Source: an optimization exercise on an open RTL-to-GDS flow (aim: small area, a short achievable clock period and few clock cycles per item). Production flows keep margins and buffers that such runs may drop. The RTL was checked by simulation tests, not by an equivalence proof against the original design.

### design.v
module sha256_lane (
    input  wire         clk,
    input  wire         rst,
    input  wire         in_valid,
    output wire         in_ready,
    input  wire [31:0]  in_data,
    input  wire         in_last,
    input  wire [2:0]   in_nbytes,
    output wire         out_valid,
    output wire [255:0] out_digest
);
    localparam [2:0] S_LOAD     = 3'd0,    
                     S_PAD      = 3'd1,    
                     S_COMPRESS = 3'd2,    
                     S_UPDATE   = 3'd3,    
                     S_DONE     = 3'd4;    
    localparam [255:0] IV = {32'h6a09e667, 32'hbb67ae85, 32'h3c6ef372, 32'ha54ff53a,
                             32'h510e527f, 32'h9b05688c, 32'h1f83d9ab, 32'h5be0cd19};
    function [31:0] rotr(input [31:0] x, input integer n);
        rotr = (x >> n) | (x << (32 - n));
    endfunction
    reg [2:0]   state;
    reg [255:0] h;             
    reg [31:0]  a, b, c, d, e, f, g, hh;
    reg [31:0]  w [0:15];      
    reg [4:0]   widx;          
    reg [5:0]   round;
    reg [31:0]  nbytes;        
    reg         pad80;         
    reg         after_pad;     
    reg         final_blk;     
    reg [31:0] k_t;
    always @(*) begin
        case (round)
            6'd0: k_t = 32'h428a2f98; 6'd1: k_t = 32'h71374491;
            6'd2: k_t = 32'hb5c0fbcf; 6'd3: k_t = 32'he9b5dba5;
            6'd4: k_t = 32'h3956c25b; 6'd5: k_t = 32'h59f111f1;
            6'd6: k_t = 32'h923f82a4; 6'd7: k_t = 32'hab1c5ed5;
            6'd8: k_t = 32'hd807aa98; 6'd9: k_t = 32'h12835b01;
            6'd10: k_t = 32'h243185be; 6'd11: k_t = 32'h550c7dc3;
            6'd12: k_t = 32'h72be5d74; 6'd13: k_t = 32'h80deb1fe;
            6'd14: k_t = 32'h9bdc06a7; 6'd15: k_t = 32'hc19bf174;
            6'd16: k_t = 32'he49b69c1; 6'd17: k_t = 32'hefbe4786;
            6'd18: k_t = 32'h0fc19dc6; 6'd19: k_t = 32'h240ca1cc;
            6'd20: k_t = 32'h2de92c6f; 6'd21: k_t = 32'h4a7484aa;
            6'd22: k_t = 32'h5cb0a9dc; 6'd23: k_t = 32'h76f988da;
            6'd24: k_t = 32'h983e5152; 6'd25: k_t = 32'ha831c66d;
            6'd26: k_t = 32'hb00327c8; 6'd27: k_t = 32'hbf597fc7;
            6'd28: k_t = 32'hc6e00bf3; 6'd29: k_t = 32'hd5a79147;
            6'd30: k_t = 32'h06ca6351; 6'd31: k_t = 32'h14292967;
            6'd32: k_t = 32'h27b70a85; 6'd33: k_t = 32'h2e1b2138;
            6'd34: k_t = 32'h4d2c6dfc; 6'd35: k_t = 32'h53380d13;
            6'd36: k_t = 32'h650a7354; 6'd37: k_t = 32'h766a0abb;
            6'd38: k_t = 32'h81c2c92e; 6'd39: k_t = 32'h92722c85;
            6'd40: k_t = 32'ha2bfe8a1; 6'd41: k_t = 32'ha81a664b;
            6'd42: k_t = 32'hc24b8b70; 6'd43: k_t = 32'hc76c51a3;
            6'd44: k_t = 32'hd192e819; 6'd45: k_t = 32'hd6990624;
            6'd46: k_t = 32'hf40e3585; 6'd47: k_t = 32'h106aa070;
            6'd48: k_t = 32'h19a4c116; 6'd49: k_t = 32'h1e376c08;
            6'd50: k_t = 32'h2748774c; 6'd51: k_t = 32'h34b0bcb5;
            6'd52: k_t = 32'h391c0cb3; 6'd53: k_t = 32'h4ed8aa4a;
            6'd54: k_t = 32'h5b9cca4f; 6'd55: k_t = 32'h682e6ff3;
            6'd56: k_t = 32'h748f82ee; 6'd57: k_t = 32'h78a5636f;
            6'd58: k_t = 32'h84c87814; 6'd59: k_t = 32'h8cc70208;
            6'd60: k_t = 32'h90befffa; 6'd61: k_t = 32'ha4506ceb;
            6'd62: k_t = 32'hbef9a3f7; default: k_t = 32'hc67178f2;
        endcase
    end
    assign in_ready   = (state == S_LOAD);
    assign out_valid  = (state == S_DONE);
    assign out_digest = h;
    reg [31:0] last_word;
    always @(*) begin
        case (in_nbytes)
            3'd0:    last_word = 32'h80000000;
            3'd1:    last_word = {in_data[31:24], 24'h800000};
            3'd2:    last_word = {in_data[31:16], 16'h8000};
            3'd3:    last_word = {in_data[31:8], 8'h80};
            default: last_word = in_data;
        endcase
    end
    wire [31:0] s1    = rotr(e, 6) ^ rotr(e, 11) ^ rotr(e, 25);
    wire [31:0] ch    = (e & f) ^ (~e & g);
    wire [31:0] t1    = hh + s1 + ch + k_t + w[0];
    wire [31:0] s0    = rotr(a, 2) ^ rotr(a, 13) ^ rotr(a, 22);
    wire [31:0] maj   = (a & b) ^ (a & c) ^ (b & c);
    wire [31:0] t2    = s0 + maj;
    wire [31:0] ws0   = rotr(w[1], 7) ^ rotr(w[1], 18) ^ (w[1] >> 3);
    wire [31:0] ws1   = rotr(w[14], 17) ^ rotr(w[14], 19) ^ (w[14] >> 10);
    wire [31:0] wnext = ws1 + w[9] + ws0 + w[0];
    wire [63:0] bitlen = {29'd0, nbytes, 3'd0};
    integer i;
    always @(posedge clk) begin
        if (rst) begin
            state     <= S_LOAD;
            h         <= IV;
            widx      <= 5'd0;
            round     <= 6'd0;
            nbytes    <= 32'd0;
            pad80     <= 1'b0;
            after_pad <= 1'b0;
            final_blk <= 1'b0;
        end else begin
            case (state)
                S_LOAD: begin
                    if (in_valid) begin
                        if (in_last) begin
                            w[widx[3:0]] <= last_word;
                            nbytes       <= nbytes + {29'd0, in_nbytes};
                            pad80        <= (in_nbytes == 3'd4);
                            after_pad    <= 1'b1;
                        end else begin
                            w[widx[3:0]] <= in_data;
                            nbytes       <= nbytes + 32'd4;
                        end
                        if (widx == 5'd15) begin
                            widx  <= 5'd0;
                            state <= S_COMPRESS;
                            {a, b, c, d, e, f, g, hh} <= h;
                        end else begin
                            widx  <= widx + 5'd1;
                            state <= in_last ? S_PAD : S_LOAD;
                        end
                    end
                end
                S_PAD: begin
                    if (widx == 5'd14 && !pad80) begin
                        w[14]     <= bitlen[63:32];
                        w[15]     <= bitlen[31:0];
                        widx      <= 5'd0;
                        final_blk <= 1'b1;
                        state     <= S_COMPRESS;
                        {a, b, c, d, e, f, g, hh} <= h;
                    end else begin
                        w[widx[3:0]] <= pad80 ? 32'h80000000 : 32'd0;
                        pad80        <= 1'b0;
                        if (widx == 5'd15) begin
                            widx  <= 5'd0;
                            state <= S_COMPRESS;
                            {a, b, c, d, e, f, g, hh} <= h;
                        end else begin
                            widx <= widx + 5'd1;
                        end
                    end
                end
                S_COMPRESS: begin
                    hh <= g;
                    g  <= f;
                    f  <= e;
                    e  <= d + t1;
                    d  <= c;
                    c  <= b;
                    b  <= a;
                    a  <= t1 + t2;
                    for (i = 0; i < 15; i = i + 1)
                        w[i] <= w[i + 1];
                    w[15] <= wnext;
                    round <= round + 6'd1;
                    if (round == 6'd63)
                        state <= S_UPDATE;
                end
                S_UPDATE: begin
                    h <= {h[255:224] + a, h[223:192] + b, h[191:160] + c, h[159:128] + d,
                          h[127:96]  + e, h[95:64]    + f, h[63:32]    + g, h[31:0]    + hh};
                    if (final_blk)
                        state <= S_DONE;
                    else if (after_pad)
                        state <= S_PAD;
                    else
                        state <= S_LOAD;
                end
                S_DONE: begin
                    h         <= IV;
                    nbytes    <= 32'd0;
                    pad80     <= 1'b0;
                    after_pad <= 1'b0;
                    final_blk <= 1'b0;
                    state     <= S_LOAD;
                end
                default: state <= S_LOAD;
            endcase
        end
    end
endmodule
### run.sh
#!/bin/bash
# synth_recipe.tcl (not shown) runs the flow's synth.tcl, then flattens the netlist and writes it again
# the make line also repeats each setting of config.mk as NAME=value (left out here)
make -C /OpenROAD-flow-scripts/flow DESIGN_CONFIG=/design/flow/config.mk WORK_HOME=/design/flow/orfs CLKGATE_MAP_FILE= SYNTH_SCRIPT=/design/flow/synth_recipe.tcl finish
### config.mk
export PLATFORM = sky130hd
export DESIGN_NAME = sha256_lane
export DESIGN_NICKNAME = sha256_lane
export VERILOG_FILES = /design/flow/design.v
export SDC_FILE = /design/flow/constraint.sdc
export NUM_CORES = 4
export LEC_CHECK = 0
export CAP_MARGIN = 30
export CORE_MARGIN = 2
export CORE_UTILIZATION = 30
export PLACE_DENSITY = 0.55
export SLEW_MARGIN = 40
### constraint.sdc
create_clock -name core_clock -period 10.0 [get_ports {clk}]
set_input_delay 2.0000 -clock core_clock [delete_from_list [all_inputs] [get_ports {clk}]]
set_output_delay 2.0000 -clock core_clock [all_outputs]
set_load 0.01 [all_outputs]
==> reports/metrics.sh <==
CTS_BUFFERS=137
PERIOD_MINUS_SLACK_NS=8.19
POSTROUTEWIRELENGTH_UM=279000
SLEW_HEADROOM_PCT=38.6
GRT_OVERFLOW=0
TIMING.CRITICAL_PATH.SLOWEST_CELL_DELAY_NS=0.60
TIMING.FINAL.MAX_SLEW_VIOLATIONS=0
YS.WARNINGS.COUNT=1
NETLIST_AREA_UM2=71300
FIRST_GLOBAL_VIAS=56800
FILLERINSTANCES=23800
MOSTFREQUENTLAYOUTCELL='nand2_1'
FINAL.HOLD.WORST_SLACK_NS=0.482
MAX_CLOCK_FREQ_MHz=122
CLOCK_SINKS=1105
CTS_BUFFER_DEPTH=3
POSTROUTEANTENNANETS=0
SYNTHCELLS=7458
GRT_PASS1_WL_UM=402000
FINAL.SETUP.TNS_NS=0
SYNTH_CELL_TYPE_COUNT=96
CLK_TRANSITION_REPORTED_PATHS_NS=0.07
TRITONCTS='done'
TOTAL_OF_BUFFERS_PLACED_ON_INPUT_AND_OUTPUT_PORTS=296
INITIAL_UTILIZATION_PCT=30.2
TIMING.CRITICAL_PATH.SLOWEST_STAGE_CELL='edfxtp_1'
WORST-ENDPOINT-ARRIVAL_NS=8.72
PLACEABLECOREAREA_UM2=236000
FP.DIEH_UM=491
NUMBER_OF_SYNTHESIZED_FLOPS_WITH_AN_ENABLE_PIN=768
DIE_WIDTH_UM=491
PATH_COMMON_CELL='inv_1'
CRIT_REQUIRED_NS=10.54
YS_DOMINANT_REG_CELL='edfxtp_1'
CTS-HTREE-LEVELS=4
SYN_TO_FINAL_GROWTH_PCT=15.4
POSTSYNTHAREAPERCELL_UM2=9.56
CTS_RESIZED=0
ANTENNA_FOUND_INITIAL=16
MAX-CAP-VIOLATIONS=0
SYNTH.NET_COUNT=8090
TIMING_WORST_SETUP_PATH_TYPE='reg2reg'
CRIT_PATH_END_KIND='flip-flop'
DETAILROUTE.VIA_COUNT=59300
YS_FF_LATCH=1105
FINALHOLDVIOLCOUNT=0
DRIVE_GT1_SHARE_PCT=5.35
CTS_HOLD_BUF=0
PLACE.DETAILED.HPWL_UM=207000
ROW_COUNT=178
WORSTREGTOREGCELLS=32
WHS_PATH_DEPTH=2
POST-ROUTE-DRC-COUNT=0
UNREPAIRED_SETUP_ENDPOINTS_AFTER_GLOBAL_ROUTING='false'
CLOCK-ROOT-BUFFER='clkbuf_16'
FINISH.UTILIZATION_PCT=34.9
POSTSYNTH.ASYNCRESETSHARE_PCT=0
FULL_DIE_AREA_UM2=242000
GPL.FINAL_WEIGHTED_CONGESTION=0.928
FIN_WORST_SKEW_NS=0.0398
POST_CTS.REPAIR.SETUP_BUFFERS=0
PIN_COUNT_OF_THE_BIGGEST_NET_ENTERING_GLOBAL_ROUTING=111
TOP_LEVEL_PORTS=297
CRITPATHMAXFANOUT=7
VIAS_PER_CELL=5.47
SETUP_VIOL=0
WORST-SLEW-PIN-TRANSITION_NS=0.911
TIMING.HOLD.WORST.CLASS='reg2reg'
OUTCOME='finished clean'
GRT_USE_TOTAL_PCT=22.3
NETS=8199
START_KIND='flip-flop'
DRTPASS1ITERATIONS=6
LATER_PIN_CLOCK_LATENCY_IN_THE_SKEW_REPORT_NS=0.81
FINALCRITPERIODSHARE_PCT=81.9
FINAL_CELL_MIX='1,205 x nand2_1, 768 x edfxtp_1, 447 x a21o_1'
SYNTH_SEQUENTIAL_AREA_RATIO_PCT=41.8
DRTITER0DRC=6498
POST_DRT_WL_PER_CELL_UM=25.7
==> worst paths after layout <==
kind / from / endpoint / slack, ns
max: e[27]$_DFFE_PP_ / a[31]$_DFFE_PP_ / 1.81
min: final_blk$_SDFFE_PP0P_ / final_blk$_SDFFE_PP0P_ / 0.48
max reg2reg: e[27]$_DFFE_PP_ / a[31]$_DFFE_PP_ / 1.81
min reg2reg: final_blk$_SDFFE_PP0P_ / final_blk$_SDFFE_PP0P_ / 0.48
==> area by class of cell <==
cell class                 count  area [um2]  area share (%)
antenna                        5        12.5          0.0152
clock buffer                 193        3830            4.66
clock inverter                62         589           0.717
inverter                     409        1540            1.87
multi-input combinational   5515       38600            47.0
sequential                  1105       29800            36.2
tap                         3150        3940            4.79
timing repair buffer         399        3900            4.75
==> critical path, delay by kind of cell, from the launching register on <==
| family | cells | cell delay (ns) |
|---|---|---|
| adder cells (fa/ha/maj) | 6 | 2.56 |
| buffers and inverters | 5 | 0.32 |
| AND/OR/NAND/NOR | 6 | 1.19 |
| flip-flops | 1 | 0.60 |
| XOR/XNOR | 4 | 0.76 |
| AO/OA/AOI/OAI | 11 | 2.48 |
==> logic make-up (layout without fill, tap and decap cells) <==
| group | count (synthesis) | in the layout | share of synthesized area [%] |
|---|---|---|---|
| adder cells (fa/ha/maj) | 596 | 596 | 12.5 |
| AO/OA/AOI/OAI | 2231 | 2231 | 20.9 |
| XOR/XNOR | 588 | 588 | 7.22 |
| multiplexers | 55 | 55 | 0.804 |
| buffers and inverters | 838 | 1063 | 4.43 |
| AND/OR/NAND/NOR | 2045 | 2045 | 12.3 |
| other | 0 | 5 | 0 |
| flip-flops | 1105 | 1105 | 41.8 |
==> per-stage QoR <==
| stage | instance area [um2] | instances | setup slack [ns] |
|---|---|---|---|
| after global placement | 77500 | 10600 | 1.85 |
| after CTS | 82200 | 10800 | 1.83 |
| after floorplan | 71300 | 7458 | -1.25 |
| final | 82200 | 10800 | 1.81 |
| after global routing | 82200 | 10800 | 1.33 |
| after detailed placement | 77800 | 10600 | 1.86 |
==> synth_stat cells (all sizes together) (70+ instances only) <==
master | instances | area share (%)
fa | 196 | 5.5
o21ai | 429 | 3.0
a22oi | 319 | 3.4
a21o | 447 | 4.7
a21oi | 445 | 3.1
edfxtp | 768 | 32
inv | 407 | 2.1
nand2b | 70 | 0.61
dfxtp | 337 | 9.5
xnor2 | 377 | 4.6
xor2 | 211 | 2.6
nand3 | 110 | 0.78
nand2 | 1208 | 6.4
ha | 397 | 7.0
nor2 | 348 | 1.8
o211ai | 130 | 1.4
nor3 | 73 | 0.51
clkbuf | 384 | 2.0
==> per-layer routing <==
metal  global-route usage [%]  part of all wire (%)
met5                    0.179                 0.036
met4                     8.75                   4.3
met3                     3.72                   7.5
met2                     35.2                    45
met1                     30.4                    43
==> state kept, by name, indices dropped and copies added (netlist names), 5 cells and up <==
register and cells:
a 32, b 32, c 32, d 32, e 32, f 32
g 32, h 256, hh 32, k_t 32, nbytes 32, round 6
w 512, widx 5
Testbench counts, summed over its fixed seeds: cycles 1,879,200, bytes 1,481,700.

what the ideal ports hide:
No port has a modelled driver above. Below, the same layout with a new extraction and two added sets of constraints.
Step 1 sets driving cells, clkbuf_16 on the clock port and buf_2 on the other inputs (assumed; they add their load-dependent delay and slew).
Step 2, shift: input delay + t, output delay - t, t = (earliest + latest rising clock arrival at the registers) / 2. This alone moves slack from input paths to output paths.
Slacks: no drivers / after step 1 / after step 2; pairs: no drivers / after step 1.
t, ns: 0.879
setup WS [ns]: 1.812 / 1.812 / 1.812
cell pins on the clock port's net: 1
After both steps setup and hold are still met in this run. For this run, drivers alone change the setup slack by 0.000 ns; drivers and shift together by 0.000 ns.
